This is an optimization exercise on Yosys and OpenROAD, whose aim is small area, a short achievable clock period and few clock cycles per item, not a production implementation.
The RTL was checked by simulation tests, not by an equivalence proof against the original design.
Power figures rest on the tool's default switching activity, not on a simulated workload.

<file path="design/flow/constraint.sdc">
create_clock -name core_clock -period 14.0 [get_ports {clk}]
set_input_delay 2.8000 -clock core_clock [delete_from_list [all_inputs] [get_ports {clk}]]
set_output_delay 2.8000 -clock core_clock [all_outputs]
set_load 0.01 [all_outputs]
</file>
<file path="design/flow/design.v">
module frb64_encoder (
    input  wire        clk,
    input  wire        rst,           
    input  wire        in_valid,
    output reg         in_ready,
    input  wire [23:0] in_value,
    input  wire [7:0]  in_flags,
    input  wire [2:0]  cfg_ratio,     
    input  wire        cfg_raw,       
    output reg         out_valid,
    input  wire        out_ready,
    output reg  [31:0] out_data,
    output reg         out_last
);
    localparam integer F   = 8;       
    localparam [1:0] KIND_PACK = 2'd0, KIND_RAW = 2'd2, KIND_CONST = 2'd3;
    localparam [1:0] FM_UNIFORM = 2'd0, FM_SIDEBAR = 2'd1, FM_MERGED = 2'd2;
    function [15:0] crc16_value;
        input [15:0] crc_in;
        input [23:0] v;
        reg   [15:0] c;
        integer      b, j;
        begin
            c = crc_in;
            for (b = 0; b < 3; b = b + 1) begin
                c = c ^ {v[8*b +: 8], 8'h00};
                for (j = 0; j < 8; j = j + 1)
                    c = c[15] ? ((c << 1) ^ 16'h1021) : (c << 1);
            end
            crc16_value = c;
        end
    endfunction
    function [22:0] mag;
        input [23:0] r;
        begin
            mag = r[23] ? ~r[22:0] : r[22:0];
        end
    endfunction
    function [4:0] bitlen23;
        input [22:0] v;
        integer      j;
        begin
            bitlen23 = 5'd0;
            for (j = 0; j < 23; j = j + 1)
                if (v[j]) bitlen23 = j + 1;
        end
    endfunction
    function [5:0] words_of_ratio;
        input [2:0] ratio;
        begin
            case (ratio)
                3'd0:    words_of_ratio = 6'd51;
                3'd1:    words_of_ratio = 6'd27;
                3'd2:    words_of_ratio = 6'd19;
                3'd3:    words_of_ratio = 6'd15;
                3'd4:    words_of_ratio = 6'd11;
                default: words_of_ratio = 6'd9;
            endcase
        end
    endfunction
    function [4:0] wmax_of;
        input [2:0] ratio;
        input       sidebar;
        begin
            case (ratio)
                3'd0:    wmax_of = sidebar ? 5'd16 : 5'd24;
                3'd1:    wmax_of = sidebar ? 5'd4  : 5'd12;
                3'd2:    wmax_of = 5'd8;
                3'd3:    wmax_of = 5'd6;
                3'd4:    wmax_of = 5'd4;
                default: wmax_of = 5'd3;
            endcase
        end
    endfunction
    reg [24*64-1:0] xring;
    reg [8*64-1:0]  fring;
    wire [23:0] x63 = xring[24*63 +: 24];
    wire [7:0]  f63 = fring[8*63 +: 8];
    wire [23:0] x0  = xring[0 +: 24];
    wire [23:0] x1  = xring[24 +: 24];
    wire [23:0] x2  = xring[48 +: 24];
    wire [7:0]  f0s = fring[0 +: 8];
    wire in_fire = in_valid && in_ready;
    always @(posedge clk) begin
        xring <= {xring[24*63-1:0], in_fire ? in_value : x63};
        fring <= {fring[8*63-1:0],  in_fire ? in_flags : f63};
    end
    reg  [5:0] ph;           
    reg        wact;         
    reg  [5:0] wi;           
    reg  [5:0] wbase;
    reg        ract;         
    reg        rpass1;       
    reg  [5:0] ri;
    reg  [5:0] rbase;
    reg        go;           
    reg        rdec;         
    reg        busy;         
    reg        st_trig;      
    reg        dec_trig;     
    reg        dec_pend;     
    reg        hdr_pend;     
    reg  [2:0] wr_ratio;
    reg        wr_raw;
    reg  [1:0] d_kind;
    reg  [4:0] d_W;
    reg  [1:0] d_P, d_fm;
    reg  [7:0] d_hflags;
    reg [15:0] d_crc;
    reg  [5:0] d_B, d_nf;
    reg        d_sb;
    reg        pv;           
    reg  [5:0] pidx;         
    reg        all_const, all_uniform;
    reg  [7:0] f0_r;
    reg  [4:0] flag_or;
    reg  [2:0] flag_min_hi;
    reg  [1:0] flag_min_lo;
    reg        flag_live;
    reg [15:0] crc;
    wire [22:0] bm0, bm10, bm20, bm21;
    wire [25:0] tl1, tl2;
    wire [71:0] tc1, tc2;
    reg  [23:0] x2m;
    always @(posedge clk)
        x2m <= (wact && wi == 6'd1) ? x0 : x1;
    frb64_trk u_trk (
        .clk(clk), .clr(pv && pidx == 6'd0), .upd(pv && pidx != 6'd0),
        .xi(x0), .xm1(x1), .xm2(x2m),
        .bm0(bm0), .bm10(bm10), .bm20(bm20), .bm21(bm21),
        .tl1(tl1), .tl2(tl2), .tc1(tc1), .tc2(tc2)
    );
    always @(posedge clk) begin
        if (pv) begin
            if (pidx == 6'd0) begin
                all_const   <= 1'b1;
                all_uniform <= 1'b1;
                f0_r        <= f0s;
                flag_or     <= f0s[4:0];
                flag_min_hi <= f0s[7:5];
                flag_min_lo <= f0s[1:0];
                flag_live   <= !f0s[4];
                crc         <= crc16_value(16'hFFFF, x0);
            end else begin
                if (x0 != x1)   all_const   <= 1'b0;
                if (f0s != f0_r) all_uniform <= 1'b0;
                flag_or <= flag_or | f0s[4:0];
                if (f0s[7:5] < flag_min_hi) flag_min_hi <= f0s[7:5];
                if (!f0s[4]) begin
                    if (!flag_live || f0s[1:0] < flag_min_lo)
                        flag_min_lo <= f0s[1:0];
                    flag_live <= 1'b1;
                end
                crc  <= crc16_value(crc, x0);
            end
        end
    end
    reg  [2:0] rd_ratio;
    reg        rd_raw;
    wire       c_sidebar = !all_uniform && (rd_ratio <= 3'd1);
    wire [1:0] c_fm      = all_uniform ? FM_UNIFORM : (c_sidebar ? FM_SIDEBAR : FM_MERGED);
    wire [7:0] c_merged  = rd_raw ? {3'b000, flag_or[4:2], flag_live ? flag_min_lo : 2'b00}
                                  : {flag_min_hi, flag_or};
    wire [4:0] k_r, w_r;
    wire [1:0] p_r;
    frb64_dec u_dec (
        .clk(clk), .go1(dec_trig), .wmax(wmax_of(rd_ratio, d_sb)),
        .bm0(bm0), .bm10(bm10), .bm20(bm20), .bm21(bm21),
        .tl1(tl1), .tl2(tl2), .tc1(tc1), .tc2(tc2),
        .k_r(k_r), .w_r(w_r), .p_r(p_r)
    );
    reg        d_const;
    reg        dec1b, dec2a, dec2, dec3;
    wire [4:0] d_Kw = d_const ? 5'd0 : k_r;
    reg         va, vd, ve, vf, vb, vc, vr;
    reg  [23:0] xa, xd, xe, xf, xb, qc;
    reg  [7:0]  fa, fd, fe, ff, fb, fc;
    reg         fa_first, fd_first, fe_first, ff_first, fb_first, fc_first;
    reg         fa_last,  fd_last,  fe_last,  ff_last,  fb_last,  fc_last;
    reg         fa_p1,    fd_p1,    fe_p1,    ff_p1,    fb_p1,    fc_p1;
    reg  [4:0]  Ka, Wa;
    reg  [1:0]  Pa;
    reg         Sa;
    reg  [23:0] pred, qprev;
    reg  [23:0] rr_bits;
    reg  [4:0]  rr_w;
    reg         rr_last;
    reg  [55:0] acc;
    reg  [5:0]  acnt;
    reg         flush_pend;
    reg  [23:0] seed_r;
    reg         seed_v;
    reg  [31:0] fifo [0:F-1];
    reg  [3:0]  fcount;
    reg  [2:0]  fwp, frp;
    wire [55:0] comb_acc  = acc | ({32'd0, rr_bits} << acnt);
    wire [5:0]  comb_cnt  = acnt + (vr ? {1'b0, rr_w} : 6'd0);
    wire        push_full = vr && (comb_cnt >= 6'd32);
    wire        push_need = flush_pend ? (acnt != 6'd0) : (push_full || (vr && rr_last && comb_cnt != 6'd0));
    wire [31:0] push_word = flush_pend ? acc[31:0] : comb_acc[31:0];
    wire        ffull     = (fcount == F);
    wire        stall     = ffull && (vr || flush_pend);
    wire        push      = push_need && !ffull;
    wire [4:0]  k_use = fb_first ? d_Kw : Ka;
    wire [23:0] q_new = $signed(xb) >>> k_use;
    wire [1:0]  p_use   = fc_first ? d_P : Pa;
    wire [4:0]  w_use   = fc_first ? d_W : Wa;
    wire        is_flag = fc_p1 && (fc_first ? d_sb : Sa);
    wire [23:0] r_new   = qc - pred;
    wire [23:0] w_mask  = ~(24'hFFFFFF << w_use);
    reg         s_act;
    reg  [5:0]  widx, s_B, s_nf;
    wire        out_free = !out_valid || out_ready;
    wire        seq_fifo = s_act && (widx >= 6'd3) && (widx - 6'd3 < s_nf);
    wire        pop      = out_free && seq_fifo && (fcount != 0);
    reg  [5:0] n_ph, n_wi, n_wbase, n_ri, n_rbase;
    reg        n_wact, n_ract, n_rpass1, n_rdec, n_busy;
    reg  [2:0] n_rd_ratio;
    reg  [3:0] n_fcount;
    reg        n_hdr_pend;
    always @* begin
        n_ph        = ph + 6'd1;
        n_wact      = wact;
        n_wi        = wi;
        n_wbase     = wbase;
        n_ract      = ract;
        n_rpass1    = rpass1;
        n_ri        = ri;
        n_rbase     = rbase;
        n_rd_ratio  = rd_ratio;
        n_rdec      = rdec || st_trig;
        n_busy      = (busy && !dec3) || st_trig;
        n_hdr_pend  = hdr_pend || st_trig;
        if (s_act && widx == 6'd2 && out_free && seed_v)
            n_hdr_pend  = 1'b0;
        if (go) begin
            n_ri = ri + 6'd1;
            if (ri == 6'd63) begin
                if (rpass1 && d_sb)
                    n_rpass1 = 1'b0;
                else
                    n_ract = 1'b0;
            end
        end
        if (in_fire) begin
            if (!wact) begin
                n_wact  = 1'b1;
                n_wbase = ph;
                n_wi    = 6'd1;
            end else begin
                n_wi = wi + 6'd1;
                if (wi == 6'd63) begin
                    n_wact     = 1'b0;
                    n_wi       = 6'd0;
                    n_ract     = 1'b1;
                    n_rpass1   = 1'b1;
                    n_ri       = 6'd0;
                    n_rbase    = wbase;
                    n_rd_ratio = wr_ratio;
                    n_rdec     = 1'b0;
                end
            end
        end
        case ({push, pop})
            2'b10:   n_fcount = fcount + 4'd1;
            2'b01:   n_fcount = fcount - 4'd1;
            default: n_fcount = fcount;
        endcase
    end
    wire       room  = push ? (fcount < F - 1) : (fcount < F);
    wire       sb_ok = st_trig ? !c_sidebar : !d_sb;
    wire [1:0] h_go, h_inr;
    genvar gh;
    generate
        for (gh = 0; gh < 2; gh = gh + 1) begin : g_hyp
            reg  [5:0] wi_h, wbase_h, ri_h, rbase_h;
            reg        wact_h, ract_h, rpass1_h, rdec_h, go_h, inr_h;
            reg  [2:0] ratio_h;
            reg  [5:0] rel;
            reg        freeing, slot_free;
            always @* begin
                wact_h   = wact;
                wi_h     = wi;
                wbase_h  = wbase;
                ract_h   = ract;
                rpass1_h = rpass1;
                ri_h     = ri;
                rbase_h  = rbase;
                ratio_h  = rd_ratio;
                rdec_h   = rdec || st_trig;
                if (go) begin
                    ri_h = ri + 6'd1;
                    if (ri == 6'd63) begin
                        if (rpass1 && d_sb)
                            rpass1_h = 1'b0;
                        else
                            ract_h = 1'b0;
                    end
                end
                if (gh == 1) begin
                    if (!wact) begin
                        wact_h  = 1'b1;
                        wbase_h = ph;
                        wi_h    = 6'd1;
                    end else begin
                        wi_h = wi + 6'd1;
                        if (wi == 6'd63) begin
                            wact_h   = 1'b0;
                            wi_h     = 6'd0;
                            ract_h   = 1'b1;
                            rpass1_h = 1'b1;
                            ri_h     = 6'd0;
                            rbase_h  = wbase;
                            ratio_h  = wr_ratio;
                            rdec_h   = 1'b0;
                        end
                    end
                end
                go_h = ract_h && (n_ph == rbase_h + ri_h) && room;
                rel       = n_ph - rbase_h;
                freeing   = !rpass1_h || (ratio_h >= 3'd2) || (rdec_h && sb_ok);
                slot_free = !ract_h || (freeing &&
                                        ((rel < ri_h) || (rel == ri_h && go_h)));
                if (!wact_h)
                    inr_h = slot_free;
                else
                    inr_h = slot_free && (n_ph == wbase_h + wi_h) &&
                            !(wi_h == 6'd63 && (n_hdr_pend || n_busy));
            end
            assign h_go[gh]  = go_h;
            assign h_inr[gh] = inr_h;
        end
    endgenerate
    wire n_go  = in_fire ? h_go[1]  : h_go[0];
    wire n_inr = in_fire ? h_inr[1] : h_inr[0];
    always @(posedge clk) begin
        if (rst) begin
            ph        <= 6'd0;
            wact      <= 1'b0;
            wi        <= 6'd0;
            wbase     <= 6'd0;
            ract      <= 1'b0;
            rpass1    <= 1'b0;
            ri        <= 6'd0;
            rbase     <= 6'd0;
            go        <= 1'b0;
            in_ready  <= 1'b0;
            rdec      <= 1'b0;
            busy      <= 1'b0;
            st_trig   <= 1'b0;
            dec_trig  <= 1'b0;
            dec1b     <= 1'b0;
            dec2a     <= 1'b0;
            dec2      <= 1'b0;
            dec3      <= 1'b0;
            dec_pend  <= 1'b0;
            hdr_pend  <= 1'b0;
            pv        <= 1'b0;
        end else begin
            ph        <= n_ph;
            wact      <= n_wact;
            wi        <= n_wi;
            wbase     <= n_wbase;
            ract      <= n_ract;
            rpass1    <= n_rpass1;
            ri        <= n_ri;
            rbase     <= n_rbase;
            go        <= n_go;
            in_ready  <= n_inr;
            rdec      <= n_rdec;
            busy      <= n_busy;
            hdr_pend  <= n_hdr_pend;
            pv        <= in_fire;
            st_trig   <= pv && (pidx == 6'd63);
            dec_trig  <= st_trig;
            dec1b     <= dec_trig;
            dec2a     <= dec1b;
            dec2      <= dec2a;
            dec3      <= dec2;
            if (dec3)
                dec_pend <= 1'b1;
            else if (!s_act && out_free && dec_pend)
                dec_pend <= 1'b0;
        end
        rd_ratio <= n_rd_ratio;
        if (in_fire) begin
            pidx <= wact ? wi : 6'd0;
            if (!wact) begin
                wr_ratio <= cfg_ratio;
                wr_raw   <= cfg_raw;
            end
            if (wact && wi == 6'd63)
                rd_raw <= wr_raw;
        end
        if (st_trig) begin
            d_const <= all_const && all_uniform;
            d_sb    <= c_sidebar;
            d_B     <= words_of_ratio(rd_ratio);
            d_crc   <= crc;
            d_fm    <= c_fm;
            d_hflags <= (c_fm == FM_UNIFORM) ? f0_r :
                        (c_fm == FM_MERGED)  ? c_merged : 8'd0;
        end
        if (dec2) begin
            d_W <= d_const ? 5'd0 : w_r;
            d_P <= d_const ? 2'd0 : p_r;
        end
        if (dec3) begin
            d_kind <= d_const ? KIND_CONST :
                      (d_Kw == 5'd0 && d_W == 5'd24) ? KIND_RAW : KIND_PACK;
            d_nf   <= {d_W, 1'b0} + (d_sb ? 6'd16 : 6'd0);    
        end
    end
    always @(posedge clk) begin
        if (rst) begin
            va <= 1'b0; vd <= 1'b0; ve <= 1'b0; vf <= 1'b0; vb <= 1'b0; vc <= 1'b0; vr <= 1'b0;
            acnt <= 6'd0;
            acc  <= 56'd0;
            flush_pend <= 1'b0;
            seed_v <= 1'b0;
            fcount <= 4'd0;
            fwp <= 3'd0;
            frp <= 3'd0;
        end else begin
            if (!stall) begin
                va       <= go;
                xa       <= x63;
                fa       <= f63;
                fa_first <= (ri == 6'd0);
                fa_last  <= (ri == 6'd63);
                fa_p1    <= rpass1;
                vd <= va; xd <= xa; fd <= fa;
                fd_first <= fa_first; fd_last <= fa_last; fd_p1 <= fa_p1;
                ve <= vd; xe <= xd; fe <= fd;
                fe_first <= fd_first; fe_last <= fd_last; fe_p1 <= fd_p1;
                vf <= ve; xf <= xe; ff <= fe;
                ff_first <= fe_first; ff_last <= fe_last; ff_p1 <= fe_p1;
                vb <= vf; xb <= xf; fb <= ff;
                fb_first <= ff_first; fb_last <= ff_last; fb_p1 <= ff_p1;
                vc <= vb; qc <= q_new; fc <= fb;
                fc_first <= fb_first; fc_last <= fb_last; fc_p1 <= fb_p1;
                if (vb && fb_first) Ka <= d_Kw;
                vr      <= 1'b0;
                rr_last <= 1'b0;
                if (vc) begin
                    if (fc_first) begin
                        Pa <= d_P;
                        Wa <= d_W;
                        Sa <= d_sb;
                    end
                    if (fc_first && fc_p1) begin
                        seed_r <= qc;
                        seed_v <= 1'b1;
                    end
                    if (is_flag) begin
                        vr      <= 1'b1;
                        rr_bits <= {16'd0, fc};
                        rr_w    <= 5'd8;
                        rr_last <= fc_last;
                    end else if (fc_first) begin
                        pred  <= (p_use == 2'd0) ? 24'd0 : qc;
                        qprev <= qc;
                    end else begin
                        vr      <= (w_use != 5'd0);
                        rr_bits <= r_new & w_mask;
                        rr_w    <= w_use;
                        rr_last <= fc_last;
                        pred    <= (p_use == 2'd0) ? 24'd0 :
                                   (p_use == 2'd1) ? qc : ((qc << 1) - qprev);
                        qprev   <= qc;
                    end
                end
                if (flush_pend) begin
                    acc        <= vr ? {32'd0, rr_bits} : 56'd0;
                    acnt       <= vr ? {1'b0, rr_w} : 6'd0;
                    flush_pend <= 1'b0;
                end else if (vr) begin
                    if (comb_cnt >= 6'd32) begin
                        acc        <= comb_acc >> 32;
                        acnt       <= comb_cnt - 6'd32;
                        flush_pend <= rr_last && (comb_cnt != 6'd32);
                    end else if (rr_last) begin
                        acc  <= 56'd0;
                        acnt <= 6'd0;
                    end else begin
                        acc  <= comb_acc;
                        acnt <= comb_cnt;
                    end
                end
            end
            if (push) begin
                fifo[fwp] <= push_word;
                fwp <= fwp + 3'd1;
            end
            if (pop)
                frp <= frp + 3'd1;
            fcount <= n_fcount;
            if (s_act && widx == 6'd2 && out_free && seed_v)
                seed_v <= 1'b0;
        end
    end
    wire [31:0] header0 = {4'd0, d_hflags, d_fm, 4'd0, d_P, d_W, d_Kw, d_kind};
    always @(posedge clk) begin
        if (rst) begin
            out_valid <= 1'b0;
            out_last  <= 1'b0;
            out_data  <= 32'd0;
            s_act     <= 1'b0;
            widx      <= 6'd0;
        end else if (out_free) begin
            out_valid <= 1'b0;
            if (!s_act) begin
                if (dec_pend) begin
                    out_valid <= 1'b1;
                    out_data  <= header0;
                    out_last  <= 1'b0;
                    s_act     <= 1'b1;
                    widx      <= 6'd1;
                    s_B       <= d_B;
                    s_nf      <= d_nf;
                end
            end else if (widx == 6'd1) begin
                out_valid <= 1'b1;
                out_data  <= {16'd0, d_crc};
                widx      <= 6'd2;
            end else if (widx == 6'd2) begin
                if (seed_v) begin
                    out_valid <= 1'b1;
                    out_data  <= {8'd0, seed_r};
                    widx      <= 6'd3;
                end
            end else if (!seq_fifo || fcount != 0) begin
                out_valid <= 1'b1;
                out_data  <= seq_fifo ? fifo[frp] : 32'd0;
                out_last  <= (widx == s_B - 6'd1);
                widx      <= widx + 6'd1;
                if (widx == s_B - 6'd1)
                    s_act <= 1'b0;
            end
        end
    end
endmodule
module frb64_trk (
    input  wire         clk,
    input  wire         clr,         
    input  wire         upd,         
    input  wire [23:0]  xi,
    input  wire [23:0]  xm1,
    input  wire [23:0]  xm2,         
    output reg  [22:0]  bm0,         
    output reg  [22:0]  bm10,        
    output reg  [22:0]  bm20,        
    output reg  [22:0]  bm21,        
    output reg  [25:0]  tl1,         
    output reg  [25:0]  tl2,
    output wire [71:0]  tc1,         
    output wire [71:0]  tc2
);
    function [2:0] cs1_tab;      
        input [3:0] a;    
        begin
            case (a)
            4'd0: cs1_tab = 3'b000;
            4'd1: cs1_tab = 3'b001;
            4'd2: cs1_tab = 3'b001;
            4'd3: cs1_tab = 3'b011;
            4'd4: cs1_tab = 3'b011;
            4'd5: cs1_tab = 3'b011;
            4'd6: cs1_tab = 3'b011;
            4'd7: cs1_tab = 3'b111;
            4'd8: cs1_tab = 3'b000;
            4'd9: cs1_tab = 3'b000;
            4'd10: cs1_tab = 3'b001;
            4'd11: cs1_tab = 3'b000;
            4'd12: cs1_tab = 3'b011;
            4'd13: cs1_tab = 3'b001;
            4'd14: cs1_tab = 3'b011;
            4'd15: cs1_tab = 3'b011;
            endcase
        end
    endfunction
    function [2:0] cs2_tab;      
        input [5:0] a;    
        begin
            case (a)
            6'd0: cs2_tab = 3'b000;
            6'd1: cs2_tab = 3'b000;
            6'd2: cs2_tab = 3'b001;
            6'd3: cs2_tab = 3'b000;
            6'd4: cs2_tab = 3'b001;
            6'd5: cs2_tab = 3'b000;
            6'd6: cs2_tab = 3'b011;
            6'd7: cs2_tab = 3'b001;
            6'd8: cs2_tab = 3'b001;
            6'd9: cs2_tab = 3'b000;
            6'd10: cs2_tab = 3'b011;
            6'd11: cs2_tab = 3'b001;
            6'd12: cs2_tab = 3'b011;
            6'd13: cs2_tab = 3'b001;
            6'd14: cs2_tab = 3'b011;
            6'd15: cs2_tab = 3'b011;
            6'd16: cs2_tab = 3'b011;
            6'd17: cs2_tab = 3'b001;
            6'd18: cs2_tab = 3'b011;
            6'd19: cs2_tab = 3'b011;
            6'd20: cs2_tab = 3'b011;
            6'd21: cs2_tab = 3'b011;
            6'd22: cs2_tab = 3'b111;
            6'd23: cs2_tab = 3'b011;
            6'd24: cs2_tab = 3'b011;
            6'd25: cs2_tab = 3'b011;
            6'd26: cs2_tab = 3'b111;
            6'd27: cs2_tab = 3'b011;
            6'd28: cs2_tab = 3'b111;
            6'd29: cs2_tab = 3'b011;
            6'd30: cs2_tab = 3'b111;
            6'd31: cs2_tab = 3'b111;
            6'd32: cs2_tab = 3'b000;
            6'd33: cs2_tab = 3'b001;
            6'd34: cs2_tab = 3'b000;
            6'd35: cs2_tab = 3'b000;
            6'd36: cs2_tab = 3'b000;
            6'd37: cs2_tab = 3'b000;
            6'd38: cs2_tab = 3'b001;
            6'd39: cs2_tab = 3'b000;
            6'd40: cs2_tab = 3'b001;
            6'd41: cs2_tab = 3'b011;
            6'd42: cs2_tab = 3'b000;
            6'd43: cs2_tab = 3'b001;
            6'd44: cs2_tab = 3'b000;
            6'd45: cs2_tab = 3'b001;
            6'd46: cs2_tab = 3'b000;
            6'd47: cs2_tab = 3'b000;
            6'd48: cs2_tab = 3'b011;
            6'd49: cs2_tab = 3'b011;
            6'd50: cs2_tab = 3'b001;
            6'd51: cs2_tab = 3'b011;
            6'd52: cs2_tab = 3'b001;
            6'd53: cs2_tab = 3'b011;
            6'd54: cs2_tab = 3'b000;
            6'd55: cs2_tab = 3'b001;
            6'd56: cs2_tab = 3'b011;
            6'd57: cs2_tab = 3'b111;
            6'd58: cs2_tab = 3'b011;
            6'd59: cs2_tab = 3'b011;
            6'd60: cs2_tab = 3'b011;
            6'd61: cs2_tab = 3'b011;
            6'd62: cs2_tab = 3'b001;
            6'd63: cs2_tab = 3'b011;
            endcase
        end
    endfunction
    function [22:0] mag24;
        input [23:0] r;
        begin
            mag24 = r[23] ? ~r[22:0] : r[22:0];
        end
    endfunction
    function [25:0] sufor;
        input [25:0] v;
        reg   [25:0] s;
        begin
            s = v;
            s = s | (s >> 1);
            s = s | (s >> 2);
            s = s | (s >> 4);
            s = s | (s >> 8);
            s = s | (s >> 16);
            sufor = s;
        end
    endfunction
    function [25:0] kadd;
        input [25:0] a, b;
        input        cin;
        reg   [25:0] g, p, gg, pp, gn, pn;
        integer      i, d;
        begin
            g  = a & b;
            p  = a ^ b;
            gg = g;
            pp = p;
            gg[0] = g[0] | (p[0] & cin);
            for (d = 1; d < 26; d = d * 2) begin
                gn = gg;
                pn = pp;
                for (i = d; i < 26; i = i + 1) begin
                    gn[i] = gg[i] | (pp[i] & gg[i-d]);
                    pn[i] = pp[i] & pp[i-d];
                end
                gg = gn;
                pp = pn;
            end
            kadd = p ^ {gg[24:0], cin};
        end
    endfunction
    function [25:0] kcarry;
        input [25:0] a, b;
        input        cin;
        reg   [25:0] g, p, gg, pp, gn, pn;
        integer      i, d;
        begin
            g  = a & b;
            p  = a ^ b;
            gg = g;
            pp = p;
            gg[0] = g[0] | (p[0] & cin);
            for (d = 1; d < 26; d = d * 2) begin
                gn = gg;
                pn = pp;
                for (i = d; i < 26; i = i + 1) begin
                    gn[i] = gg[i] | (pp[i] & gg[i-d]);
                    pn[i] = pp[i] & pp[i-d];
                end
                gg = gn;
                pp = pn;
            end
            kcarry = {gg[24:0], cin};
        end
    endfunction
    wire [25:0] xi_e  = {{2{xi[23]}},  xi};
    wire [25:0] xm1_e = {{2{xm1[23]}}, xm1};
    wire [25:0] xm2_e = {{2{xm2[23]}}, xm2};
    wire [25:0] d1  = kadd(xi_e, ~xm1_e, 1'b1);
    wire [25:0] bw1 = ~kcarry(xi_e, ~xm1_e, 1'b1);    
    wire [25:0] o3  = ~{xm1_e[24:0], 1'b0};
    wire [25:0] cs  = xi_e ^ xm2_e ^ o3;
    wire [25:0] cv  = {(xi_e[24:0] & xm2_e[24:0]) | (xi_e[24:0] & o3[24:0]) |
                       (xm2_e[24:0] & o3[24:0]), 1'b0};
    wire [25:0] d2  = kadd(cs, cv, 1'b1);
    wire [25:0] cc  = kcarry(cs, cv, 1'b1);          
    reg         q_clr, q_upd;
    reg         q_s1, q_s2;
    reg  [25:0] q_m1, q_m2;
    reg  [25:0] q_so1, q_so2;    
    reg  [23:0] e1;           
    reg  [47:0] e2;           
    integer     kq;
    always @(posedge clk) begin
        q_clr <= clr;
        q_upd <= upd;
        q_s1  <= d1[25];
        q_s2  <= d2[25];
        q_m1  <= d1[25] ? ~d1 : d1;
        q_m2  <= d2[25] ? ~d2 : d2;
        q_so1 <= sufor(d1[25] ? ~d1 : d1);
        q_so2 <= sufor(d2[25] ? ~d2 : d2);
        e1    <= bw1[23:0];
        for (kq = 0; kq < 24; kq = kq + 1)
            e2[2*kq +: 2] <= (kq < 1) ? 2'd0 :
                {(!xm1_e[kq-1] & !cv[kq] & !cc[kq]) | (xm1_e[kq-1] & !(cv[kq] & cc[kq])),
                 xm1_e[kq-1] ^ cv[kq] ^ cc[kq]};
    end
    wire        s1 = q_s1;
    wire        s2 = q_s2;
    wire [25:0] m1 = q_m1;
    wire [25:0] m2 = q_m2;
    wire [23:0] h0  = $signed(xi)  >>> 1;
    wire [23:0] h1  = $signed(xm1) >>> 1;
    wire [23:0] h2  = $signed(xm2) >>> 1;
    wire [23:0] ho3 = ~{h1[22:0], 1'b0};
    wire [23:0] hcs = h0 ^ h2 ^ ho3;
    wire [23:0] hcv = {(h0[22:0] & h2[22:0]) | (h0[22:0] & ho3[22:0]) | (h2[22:0] & ho3[22:0]), 1'b0};
    wire [25:0] r21w = kadd({2'b00, hcs}, {2'b00, hcv}, 1'b1);
    wire [23:0] r21 = r21w[23:0];
    wire [25:0] so1  = q_so1;
    wire [25:0] so2  = q_so2;
    wire [25:0] so1u = {1'b0, so1[25:1]};
    wire [25:0] so2u = {1'b0, so2[25:1]};
    wire [25:0] nao1 = sufor({1'b0, m1[25:1] & ~m1[24:0]});
    wire [25:0] nao2 = sufor({1'b0, m2[25:1] & ~m2[24:0]});
    wire [25:0] dd1  = sufor(m1 & so1u);
    wire [25:0] dd2  = sufor(m2 & so2u);
    wire [25:0] tl1o = fresh ? 26'd0 : tl1;
    wire [25:0] tl2o = fresh ? 26'd0 : tl2;
    wire [25:0] tl1n = tl1o | so1;
    wire [25:0] tl2n = tl2o | so2;
    wire [2:0]  g1  = {|(tl1n & ~{so1[23:0], 2'b11}), |(tl1n & ~{so1[24:0], 1'b1}), |(tl1n & ~so1)};
    wire [2:0]  g2  = {|(tl2n & ~{so2[23:0], 2'b11}), |(tl2n & ~{so2[24:0], 1'b1}), |(tl2n & ~so2)};
    wire [2:0]  dl1 = {|(tl1n & ~{tl1o[23:0], 2'b11}), |(tl1n & ~{tl1o[24:0], 1'b1}), |(tl1n & ~tl1o)};
    wire [2:0]  dl2 = {|(tl2n & ~{tl2o[23:0], 2'b11}), |(tl2n & ~{tl2o[24:0], 1'b1}), |(tl2n & ~tl2o)};
    wire [28:0] tl1x = {3'b000, tl1n};
    wire [28:0] tl2x = {3'b000, tl2n};
    reg         fresh0, fresh;
    always @(posedge clk) begin
        if (clr)
            fresh0 <= 1'b1;
        else if (upd) begin
            fresh0 <= 1'b0;
            bm0    <= (fresh0 ? 23'd0 : bm0)  | mag24(xi);
            bm10   <= (fresh0 ? 23'd0 : bm10) | mag24(d1[23:0]);
            bm20   <= (fresh0 ? 23'd0 : bm20) | mag24(d2[23:0]);
            bm21   <= (fresh0 ? 23'd0 : bm21) | mag24(r21);
        end
        if (q_clr)
            fresh <= 1'b1;
        else if (q_upd) begin
            fresh <= 1'b0;
            tl1   <= tl1n;
            tl2   <= tl2n;
        end
    end
    function [2:0] merge;
        input [2:0] c, d, n;      
        reg d0, d1, d2;
        begin
            d0 = !d[0];
            d1 = d[0] && !d[1];
            d2 = d[1] && !d[2];
            merge[0] = n[0] | (d0 & c[0]) | (d1 & c[1]) | (d2 & c[2]);
            merge[1] = n[1] | (d0 & c[1]) | (d1 & c[2]);
            merge[2] = n[2] | (d0 & c[2]);
        end
    endfunction
    function [2:0] cn_main;
        input [2:0] g;
        input       dp, dm;       
        begin
            if (dp)      cn_main = {!g[0], !g[1], !g[2]};
            else if (dm) cn_main = {1'b0, 1'b0, !g[0]};
            else         cn_main = {1'b0, !g[0], !g[1]};
        end
    endfunction
    function [2:0] cn_small;
        input [2:0] t;
        input [2:0] r;
        reg r0, r1, r2;
        begin
            r0 = !r[0];
            r1 = r[0] && !r[1];
            r2 = r[1] && !r[2];
            cn_small[0] = (r0 & t[0]) | (r1 & t[1]) | (r2 & t[2]);
            cn_small[1] = (r0 & t[1]) | (r1 & t[2]);
            cn_small[2] = (r0 & t[2]);
        end
    endfunction
    genvar k;
    generate
        for (k = 0; k < 24; k = k + 1) begin : gp1
            if (k == 0) begin : lo
                assign tc1[2:0] = 3'b000;
            end else begin : hi
                wire       e   = e1[k];
                wire       ao  = !nao1[k];
                wire       pw  = so1[k] && !dd1[k];
                wire       sml = !so1[k+2];
                wire [2:0] rr  = {tl1x[k+4], tl1x[k+3], tl1x[k+2]};
                wire [2:0] dk  = tl1o[k+1] ? dl1 : rr;
                wire       dp  = e && !s1 && ao;
                wire       dm  = e &&  s1 && pw;
                wire [2:0] csm = cs1_tab({s1, m1[k+1], m1[k], e});
                wire [2:0] cn  = sml ? cn_small(csm, rr) : cn_main(g1, dp, dm);
                reg  [2:0] c;
                always @(posedge clk) begin
                    if (q_upd)
                        c <= merge(fresh ? 3'b000 : c, dk, cn);
                end
                assign tc1[3*k +: 3] = c;
            end
        end
        for (k = 0; k < 24; k = k + 1) begin : gp2
            if (k < 2) begin : lo
                assign tc2[3*k +: 3] = 3'b000;
            end else begin : hi
                wire [1:0] ec  = e2[2*k +: 2];
                wire       em1 = (ec == 2'd0);
                wire       ep1 = (ec == 2'd2);
                wire       ep2 = (ec == 2'd3);
                wire       ao  = !nao2[k];
                wire       pw  = so2[k] && !dd2[k];
                wire       ao1 = !nao2[k+1];
                wire       pw1 = so2[k+1] && !dd2[k+1];
                wire       sml = !so2[k+2];
                wire [2:0] rr  = {tl2x[k+4], tl2x[k+3], tl2x[k+2]};
                wire [2:0] dk  = tl2o[k+1] ? dl2 : rr;
                wire       dp  = (!s2 && ((ep1 && ao) || (ep2 && ao1))) || (s2 && em1 && ao);
                wire       dm  = (!s2 && em1 && pw) || (s2 && ((ep1 && pw) || (ep2 && pw1)));
                wire       tb  = ep1 || ep2;
                wire       tx  = ep2;
                wire       tcy = em1;
                wire [2:0] csm = cs2_tab({s2, m2[k+1], m2[k], tb, tx, tcy});
                wire [2:0] cn  = sml ? cn_small(csm, rr) : cn_main(g2, dp, dm);
                reg  [2:0] c;
                always @(posedge clk) begin
                    if (q_upd)
                        c <= merge(fresh ? 3'b000 : c, dk, cn);
                end
                assign tc2[3*k +: 3] = c;
            end
        end
    endgenerate
endmodule
module frb64_dec (
    input  wire        clk,
    input  wire        go1,          
    input  wire [4:0]  wmax,         
    input  wire [22:0] bm0, bm10, bm20, bm21,
    input  wire [25:0] tl1, tl2,
    input  wire [71:0] tc1, tc2,
    output reg  [4:0]  k_r,          
    output reg  [4:0]  w_r,          
    output reg  [1:0]  p_r
);
    function [25:0] sufor;
        input [25:0] v;
        reg   [25:0] s;
        begin
            s = v;
            s = s | (s >> 1);
            s = s | (s >> 2);
            s = s | (s >> 4);
            s = s | (s >> 8);
            s = s | (s >> 16);
            sufor = s;
        end
    endfunction
    function [4:0] tcount;
        input [25:0] t;
        integer j;
        begin
            tcount = 5'd0;
            for (j = 0; j < 26; j = j + 1)
                if (t[j] && (j == 25 || !t[j+1])) tcount = tcount | (j + 1);
        end
    endfunction
    function [25:0] shw;
        input [25:0] v;
        input [4:0]  w;
        input        m2;         
        begin
            case (w)
                5'd3:    shw = m2 ? v >> 1  : v >> 2;
                5'd4:    shw = m2 ? v >> 2  : v >> 3;
                5'd6:    shw = m2 ? v >> 4  : v >> 5;
                5'd8:    shw = m2 ? v >> 6  : v >> 7;
                5'd12:   shw = m2 ? v >> 10 : v >> 11;
                5'd16:   shw = m2 ? v >> 14 : v >> 15;
                default: shw = m2 ? v >> 22 : v >> 23;
            endcase
        end
    endfunction
    wire [25:0] t0   = sufor({3'b000, bm0});
    wire [25:0] t10  = sufor({3'b000, bm10});
    wire [25:0] t20  = sufor({3'b000, bm20});
    wire [25:0] t21  = sufor({3'b000, bm21});
    wire [25:0] z0   = shw(t0,  wmax, 1'b0);
    wire [25:0] z10  = shw(t10, wmax, 1'b0);
    wire [25:0] z20  = shw(t20, wmax, 1'b0);
    wire [25:0] z21  = shw(t21, wmax, 1'b0);
    wire [28:0] zz1  = {3'b000, shw(tl1, wmax, 1'b1)};
    wire [28:0] zz2  = {3'b000, shw(tl2, wmax, 1'b1)};
    wire        w3   = (wmax == 5'd3);
    reg  [23:0] fits;
    integer k;
    reg  [2:0]  c;
    reg         f1, f2;
    always @* begin
        for (k = 0; k < 24; k = k + 1) begin
            c  = tc1[3*k +: 3];
            f1 = !c[0] ? !zz1[k+3] : !c[1] ? !zz1[k+2] : !c[2] ? !zz1[k+1] : (!zz1[k] && !w3);
            if (k == 0) f1 = !z10[0];
            c  = tc2[3*k +: 3];
            f2 = !c[0] ? !zz2[k+3] : !c[1] ? !zz2[k+2] : !c[2] ? !zz2[k+1] : (!zz2[k] && !w3);
            if (k == 0) f2 = !z20[0];
            if (k == 1) f2 = !z21[0];
            fits[k] = !z0[k] || f1 || f2;
        end
    end
    reg  [23:0] fits_r;
    reg         go1b;
    always @(posedge clk) begin
        go1b <= go1;
        if (go1)
            fits_r <= fits;
    end
    wire [25:0] prior = sufor({2'b00, fits_r[0], fits_r[1], fits_r[2], fits_r[3], fits_r[4], fits_r[5],
                                fits_r[6], fits_r[7], fits_r[8], fits_r[9], fits_r[10], fits_r[11],
                                fits_r[12], fits_r[13], fits_r[14], fits_r[15], fits_r[16], fits_r[17],
                                fits_r[18], fits_r[19], fits_r[20], fits_r[21], fits_r[22], fits_r[23]});
    reg  [23:0] first;
    reg  [4:0]  kf;
    reg  [2:0]  c1k, c2k;
    always @* begin
        kf  = 5'd0;
        c1k = 3'd0;
        c2k = 3'd0;
        for (k = 0; k < 24; k = k + 1) begin
            first[k] = fits_r[k] && (k == 0 || !prior[24-k]);
            if (first[k]) begin
                kf  = kf | k;
                c1k = c1k | tc1[3*k +: 3];
                c2k = c2k | tc2[3*k +: 3];
            end
        end
    end
    reg  [4:0] s_l0, s_l1, s_l2, s_b10, s_b20, s_b21;
    reg  [1:0] s_c1, s_c2;
    always @(posedge clk) begin
        if (go1b) begin
            k_r   <= kf;
            s_c1  <= {c1k[1] & !c1k[2], c1k[0] & !c1k[1]} | {2{c1k[2]}};
            s_c2  <= {c2k[1] & !c2k[2], c2k[0] & !c2k[1]} | {2{c2k[2]}};
        end
        if (go1) begin
            s_l0  <= tcount(t0);
            s_l1  <= tcount(tl1);
            s_l2  <= tcount(tl2);
            s_b10 <= tcount(t10);
            s_b20 <= tcount(t20);
            s_b21 <= tcount(t21);
        end
    end
    wire [4:0] dd0 = (s_l0 > k_r) ? s_l0 - k_r : 5'd0;
    wire [4:0] dd1 = (s_l1 > k_r + 5'd2) ? s_l1 - k_r : 5'd2;
    wire [4:0] dd2 = (s_l2 > k_r + 5'd2) ? s_l2 - k_r : 5'd2;
    reg  [4:0] ww0, ww1, ww2;
    always @(posedge clk) begin
        ww0 <= dd0 + 5'd1;
        ww1 <= (k_r == 5'd0) ? s_b10 + 5'd1 : dd1 + {3'b000, s_c1} - 5'd1;
        ww2 <= (k_r == 5'd0) ? s_b20 + 5'd1 :
               (k_r == 5'd1) ? s_b21 + 5'd1 : dd2 + {3'b000, s_c2} - 5'd1;
    end
    reg  [4:0] wb;
    reg  [1:0] pb;
    always @* begin
        wb = ww0;
        pb = 2'd0;
        if (ww1 < wb) begin wb = ww1; pb = 2'd1; end
        if (ww2 < wb) begin wb = ww2; pb = 2'd2; end
        w_r = wb;
        p_r = pb;
    end
endmodule
</file>
<file path="design/flow/run.sh">
#!/bin/bash
# synth_recipe.tcl (not shown) runs the flow's synth.tcl, then flattens the netlist and writes it again
# the make line also repeats each setting of config.mk as NAME=value (left out here)
make -C /OpenROAD-flow-scripts/flow DESIGN_CONFIG=/design/flow/config.mk WORK_HOME=/design/flow/orfs CLKGATE_MAP_FILE= SYNTH_SCRIPT=/design/flow/synth_recipe.tcl finish
</file>
<file path="design/flow/config.mk">
export PLATFORM = sky130hd
export DESIGN_NAME = frb64_encoder
export DESIGN_NICKNAME = frb64_encoder
export VERILOG_FILES = /design/flow/design.v
export SDC_FILE = /design/flow/constraint.sdc
export NUM_CORES = 4
export LEC_CHECK = 0
export CAP_MARGIN = 25
export CORE_MARGIN = 2
export CORE_UTILIZATION = 50
export CTS_CLUSTER_DIAMETER = 100
export CTS_CLUSTER_SIZE = 20
export PLACE_DENSITY = 0.6
export SLEW_MARGIN = 20
</file>
==> flow_summary.ini, run 1 <==
[run_status]
outcome = complete, no violations

[global_route]
grt_max_degree = 86
grt_overflow_total = 0
antenna_found_initial = 25
grt_pass1_vias = 84192
grt_first_pass_wirelength_microns = 583000
groute.usage.overall = 0.298

[cells_and_area]
seq_area_sq_um = 80200
syn2layout_area_growth_pct = 8.39
multi_input_area_sq_um = 45200
layoutNonFillerInstCount = 14759
fin_area_sq_um = 140000
drive_gt1_frac = 0.0637
final_cell_mix = dfxtp_1, edfxtp_1, nand2_1
nNetsFinal = 11684
fillers = 21764
final_common_cell = dfxtp_1

[sta]
tns_ns = 0
finClkSkew_ns = 0.124
hold_viol_final = 0
min_period_over_period = 0.434
drv_slew = 0
max_freq_ghz = 0.164
rsz0062_at_grt = no
setup_viol = 0
min_period_ns = 6.08
worst_pin_slew_ns = 1.16
relSlewSlack = 0.204

[synthesis]
ys_seq_elements = 3499
ys_warn_count = 9
syn_nets = 11733
ys_types = 111
ys_seq_area_frac = 0.619
ys_async_sr_fraction = 0
ys.flop_type = dfxtp_1
syn_avg_cell_area_sq_um = 11.5
syn_inst = 11302
netlist_area_sq_um = 130000
synth_edf_count = 1015

[pwr]
p_int_w = 0.0170
ir_drop_uv = 194
p_sw_w = 0.00851
power_frac_clock = 0.243
pwr-share-comb = 0.280
p_sw_frac = 0.334
p_per_area_nw_per_um2 = 181
pwr-share-seq = 0.477
p_leak_nw = 53.3

[clocking]
cts_tree = built
cts_setup_buffers = 0
cts-htree-levels = 4
clk_pin_slew_worst_paths_ns = 0.09
cts_buffer_depth = 4
cts_hold_buffers = 0
cts_buffers = 210
cts_resized = 0
cts_sinks = 3499
cts_root_buf = clkbuf_16
clkLatencyLatePin_ns = 0.95

[floorplan]
die_w_microns = 513
ios = 75
design.core.area_sq_um = 257000
die-height_microns = 513
dieArea_sq_um = 263000
row_count = 186
initial_core_util = 0.504

[drt]
drt_iter0_markers = 10310
firstDrtPassIters = 10
wire_per_inst_microns = 27.2
antenna_left = 0
drc_errors = 0
wl_microns = 402000
dr_total_vias = 88272
viasPerCell = 5.98

[placement]
dpl-instance-area_sq_um = 134000
gp_congestion = 1.03
placed_cells = 14417
io_buffers = 74
hpwl_microns = 297000

[min_path]
min_from = xring[455]
hp-class = reg2reg
min_to = xring[479]
hold_depth = 0

[run]
maxCapViolCount = 0

[worst_setup_path]
cp_common_cell = inv_1
worst_setup_path_start_kind = flop
ff2ff_path_depth = 18
cpMaxStageDelayCell = a21o_1
cp_top_family = compound AO/OA/AOI/OAI gates
crit_chain = inv_1 > ha_1 > a21oi_1 > o21bai_1 > a211oi_1 > o21ai_0 > a221oi_1 > o31a_1 > a21o_1 > inv_1 > buf_4 > ha_1 > inv_1 > nor2_1 > and3_1 > nand4_1 > a2111oi_4 > o2111ai_1
cpPeakStageDelay_ns = 0.61
cp_num_buf_inv = 4
criticalPathCategory = reg2reg
timing.rr.start = xring[41]
critPathRequiredTime_ns = 14.72
r2r-end = u_trk.q_so1[0]
arrival_ns = 6.80
endpoint_kind = flop
crit_fanout = 45
rrSetupSlack_ns = 7.92
-- layout make-up --
| type | count | area share |
|---|---|---|
| antenna | 21 | 0.000374 |
| clock buffer | 282 | 0.0404 |
| clock inverter | 31 | 0.00313 |
| inverter | 615 | 0.0164 |
| multi-input combinational | 6650 | 0.322 |
| sequential | 3499 | 0.571 |
| tap | 3384 | 0.0301 |
| timing repair buffer | 277 | 0.0166 |
-- per-layer routing --
layer / part of all wire / up-vias / track usage
li1: - / 40211 / -
met1: 0.42 / 43114 / 0.405
met2: 0.44 / 4066 / 0.453
met3: 0.079 / 865 / 0.0557
met4: 0.061 / 16 / 0.159
met5: 0.00024 / - / 0
-- worst reg2reg max path, cell delays in order (launching register included) --
cell and delay (ns):
dfxtp_1 0.54, inv_1 0.10, ha_1 0.36, a21oi_1 0.22
o21bai_1 0.15, a211oi_1 0.23, o21ai_0 0.20, a221oi_1 0.27
o31a_1 0.46, a21o_1 0.61, inv_1 0.34, buf_4 0.37
ha_1 0.45, inv_1 0.11, nor2_1 0.27, and3_1 0.27
nand4_1 0.17, a2111oi_4 0.56, o2111ai_1 0.22
-- metrics by stage --
stage          worst slack [ns]  power (W)  hold WS (ns)  utilization
3_5_place_dp               8.00     0.0193         0.312        0.521
3_3_place_gp               8.04     0.0192         0.310        0.521
4_1_cts                    8.01     0.0255         0.263        0.545
5_1_grt                    7.52     0.0266         0.257        0.546
6_report                   7.92     0.0255         0.273        0.546
2_1_floorplan              2.57     0.0168         0.310            -
-- power by group through the flow --
stage | clock [W] | combinational (W) | sequential (W)
2_1_floorplan | 0 | 0.00500 | 0.0118
3_3_place_gp | 0 | 0.00688 | 0.0123
3_5_place_dp | 0 | 0.00694 | 0.0124
4_1_cts | 0.00637 | 0.00699 | 0.0121
5_1_grt | 0.00670 | 0.00769 | 0.0122
6_report | 0.00620 | 0.00714 | 0.0122
-- logic make-up after synthesis --
family / count (synthesis) / share of synthesized area
AND/OR/NAND/NOR: 2778 / 0.101
adder cells (fa/ha/maj): 391 / 0.0413
AO/OA/AOI/OAI: 2595 / 0.130
buffers and inverters: 1153 / 0.0342
XOR/XNOR: 446 / 0.0315
multiplexers: 440 / 0.0426
flip-flops: 3499 / 0.619
-- worst max path at each step --
stage / startpoint / cells past startpoint / slack (ns) / end
floorplan: rst / 3 / 2.57 / pred[0]
global placement: out_ready / 10 / 8.04 / fcount[3]
detailed placement: rst / 5 / 8.00 / xa[10]
CTS: xring[41] / 18 / 8.01 / u_trk.q_so1[0]
global route: xring[41] / 18 / 7.52 / u_trk.q_so1[0]
finish: xring[41] / 18 / 7.92 / u_trk.q_so1[0]
-- flip-flops by register name, summed over array words and instances (netlist names), 25 cells and up, named ones only --
register / count
xring: 1536
fring: 512
fifo: 256
u_trk.gp1.hi.c: 63
u_trk.gp1.hi.csm: 63
u_trk.gp2.hi.c: 60
acc: 56
u_trk.e2: 40
out_data: 32
u_trk.tl1: 26
u_trk.tl2: 26
u_trk.q_so2: 25
-- cells in the mapped netlist, types with 24 or more instances --
master,count,area [sq um]
buf_1,47,176
and2_1,41,257
o221ai_1,89,780
nand2_1,850,3190
xnor2_1,317,2780
nand3_1,265,1330
or3_1,38,238
a221oi_1,72,631
buf_2,52,260
edfxtp_1,1015,30500
o21ai_0,645,3230
nand2b_1,115,719
a22o_1,26,228
a21oi_1,639,3200
xor2_1,111,972
fa_1,62,1240
o21bai_1,43,323
a222oi_1,36,360
o31ai_1,31,233
dfxtp_1,2484,49700
nor2_1,724,2720
a22oi_1,114,856
and3_1,105,657
a2111oi_0,35,307
a221o_1,24,240
o2111ai_1,56,490
mux2i_1,306,3060
nor2b_1,171,1070
a21o_1,120,901
o211ai_1,71,533
nand4_1,84,526
nor4_1,69,432
o21ai_1,29,145
inv_1,584,2190
mux2_2,50,563
ha_1,329,4120
mux4_2,84,1890
a31oi_1,106,663
o21a_1,37,278
nor3_1,189,946
a211oi_1,65,488
clkbuf_1,429,1610
o22ai_1,128,801
Testbench counts, summed over its fixed seeds: cycles 26,872, blocks 384.
==> run 2: changes to the inputs <==
--- a/design/flow/config.mk
+++ b/design/flow/config.mk
@@ -7,2 +7,3 @@
 export LEC_CHECK = 0
+export ABC_AREA = 1
 export CAP_MARGIN = 25
==> run 2 against run 1 <==
Effect of this change: die area up 1.6%; non-clock buffer count down 92; fmax up 15%; setup slack better by 0.78 ns; clock power down 1%; count of clock-buffer cells in the layout down 9; sequential power about the same; critical path type unchanged; critical endpoint is now u_trk.bm21[14].
==> flow_summary.ini, run 2 <==
[cells_and_area]
final_cell_mix = nand2_1, dfxtp_1, inv_1
multi_input_area_sq_um = 44300
fin_area_sq_um = 142000
top_register = xring
drive_gt1_frac = 0.0485
final_common_cell = nand2_1
fillers = 23345
seq_area_sq_um = 80200
largest_registers = xring x1536, fring x512, fifo x256
largest_reg_flops = 1536
syn2layout_area_growth_pct = 7.99
nNetsFinal = 14072

[sta]
hold_viol_final = 0
min_period_over_period = 0.379
finClkSkew_ns = 0.0796
setup_viol = 0
tns_ns = 0
min_period_ns = 5.31
worst_pin_slew_ns = 1.17
holdWs_ns = 0.285
max_freq_ghz = 0.188
drv_slew = 0
rsz0062_at_grt = no
relSlewSlack = 0.213

[synthesis]
yosys.area.top_type_share = 0.377
yosysMostFrequentCell = nand2_1
ys.flop_type = dfxtp_1
netlist_area_sq_um = 132000
synth_edf_count = 1015
syn_inst = 13636
ys_warn_count = 9
synth_commonest_cells = nand2_1, dfxtp_1, inv_1
synth_area_leader_cell = dfxtp_1
ys_async_sr_fraction = 0
syn_nets = 14067
ys_types = 84
syn_avg_cell_area_sq_um = 9.66
ys_seq_elements = 3499
synth_area_leaders = dfxtp_1, edfxtp_1, nand2_1
ys_seq_area_frac = 0.609

[worst_setup_path]
timing.rr.start = xring[21]
arrival_ns = 5.96
cp_num_buf_inv = 3
criticalPathCategory = reg2reg
cpMaxStageDelayCell = dfxtp_1
cp.depth = 16
critPathRequiredTime_ns = 14.65
rrSetupSlack_ns = 8.69
r2r-end = u_trk.bm21[14]
endpoint_kind = flop
cpPeakStageDelay_ns = 0.77
crit_fanout = 27
crit_chain = inv_1 > fa_1 > inv_1 > ha_1 > nand2_1 > nor3_1 > nand2_1 > nor2_1 > nand2_1 > nand3_1 > nand2_1 > nand2_1 > clkinv_1 > nand2_1 > o21ai_0 > o21bai_1
cp_top_family = simple AND/OR/NAND/NOR gates
ff2ff_path_depth = 16
worst_setup_path_start_kind = flop
cp_common_cell = nand2_1

[min_path]
min_from = xring[829]
hp-class = reg2reg
min_to = xring[853]
hold_depth = 0

[floorplan]
initial_core_util = 0.502
row_count = 188
die-height_microns = 517
dieArea_sq_um = 268000
die_w_microns = 517
design.core.area_sq_um = 262000
ios = 75

[global_route]
grt_pass1_vias = 92231
grt_max_degree = 146
grt_first_pass_wirelength_microns = 621000
antenna_found_initial = 47
groute.usage.overall = 0.315
grt_overflow_total = 0

[clocking]
cts_sinks = 3499
cts_tree = built
clk_pin_slew_worst_paths_ns = 0.09
cts_root_buf = clkbuf_16
cts_hold_buffers = 0
clkLatencyLatePin_ns = 0.95
cts-htree-levels = 4
cts_buffers = 206
cts_setup_buffers = 0
cts_buffer_depth = 4
cts_resized = 0

[drt]
dr_total_vias = 98378
drt_iter0_markers = 11737
viasPerCell = 5.70
wire_per_inst_microns = 25.0
firstDrtPassIters = 8
drc_errors = 0
wl_microns = 431000
antenna_left = 0

[pwr]
p_leak_nw = 59.5
p_per_area_nw_per_um2 = 173
ir_drop_uv = 145

[placement]
io_buffers = 74
gp_congestion = 1.12
hpwl_microns = 327000
dpl-instance-area_sq_um = 136000

[run]
maxCapViolCount = 0

[run_status]
outcome = complete, no violations
[run 2: stage by stage]
step	cells	util	total power [W]	setup slack (ns)
detailed placement	16946	0.519	0.0184	8.11
global route	17257	0.542	0.0258	8.36
finish	17263	0.543	0.0246	8.69
floorplan	13636	-	0.0161	5.64
global placement	16944	0.519	0.0183	7.82
CTS	17252	0.542	0.0245	8.95
[run 2: cell families after synthesis]
logic type	after synthesis	synth area share
flip-flops	3499	0.609
buffers and inverters	1905	0.0557
XOR/XNOR	270	0.0191
adder cells (fa/ha/maj)	391	0.0407
AND/OR/NAND/NOR	5028	0.162
multiplexers	10	0.000760
AO/OA/AOI/OAI	2533	0.113
[run 2: layer usage]
| metal | wire length [microns] | vias up | GRT usage |
|---|---|---|---|
| met2 | 182000 | 4887 | 0.472 |
| met3 | 41400 | 1058 | 0.0733 |
| met1 | 182000 | 46827 | 0.430 |
| met5 | 247 | - | 0 |
| met4 | 24900 | 36 | 0.152 |
| li1 | - | 45570 | - |
[run 2: where the power goes]
| group | internal [W] | switching (W) |
|---|---|---|
| Combinational | 0.00191 | 0.00470 |
| Sequential | 0.0112 | 0.000619 |
| Clock | 0.00286 | 0.00328 |
| Total | 0.0160 | 0.00860 |
[run 2: final cells by class]
| class | instances | share of cell area |
|---|---|---|
| sequential | 3499 | 0.564 |
| inverter | 1517 | 0.0401 |
| clock buffer | 273 | 0.0391 |
| timing repair buffer | 185 | 0.0112 |
| tap | 3515 | 0.0309 |
| clock inverter | 33 | 0.00334 |
| antenna | 9 | 0.000158 |
| multi-input combinational | 8232 | 0.311 |
[run 2: worst max path at each step]
stage	startpoint	to
finish	xring[21]	u_trk.bm21[14]
floorplan	rst	fa[0]
detailed placement	rst	fa[5]
CTS	xring[21]	u_trk.bm21[14]
global placement	out_ready	fcount[3]
global route	xring[21]	u_trk.bm21[19]

[re-timing with driven ports]
No port has a modelled driver above. Below, the same layouts with a new extraction and two added sets of constraints.
Step 1 sets driving cells, clkbuf_16 on the clock port and buf_2 on the other inputs (assumed; they add their load-dependent delay and slew).
Step 2 adds t to the input delays and takes it off the output delays; t is the mean of the earliest and latest rising clock arrival at the registers after step 1. Input paths then give back, and output paths get back, about the clock's delay inside the block.
Slacks: no drivers / after step 1 / after step 2; pairs: no drivers / after step 1.
| run | t, ns | setup slack, ns | latest minus earliest clock arrival (ns) | worst data-port slew with drivers (ns) | pins driven straight from the clock port |
|---|---|---|---|---|---|
| run 1 | 0.996 | 7.917 / 7.917 / 7.917 | 0.155 / 0.155 | 0.08 | 1 |
| run 2 | 1.006 | 8.695 / 8.695 / 8.001 | 0.081 / 0.082 | 0.05 | 1 |
After both steps setup and hold are still met in every run listed. For run 2, which loses most, drivers alone change the setup slack by 0.000 ns; drivers and shift together by -0.694 ns.
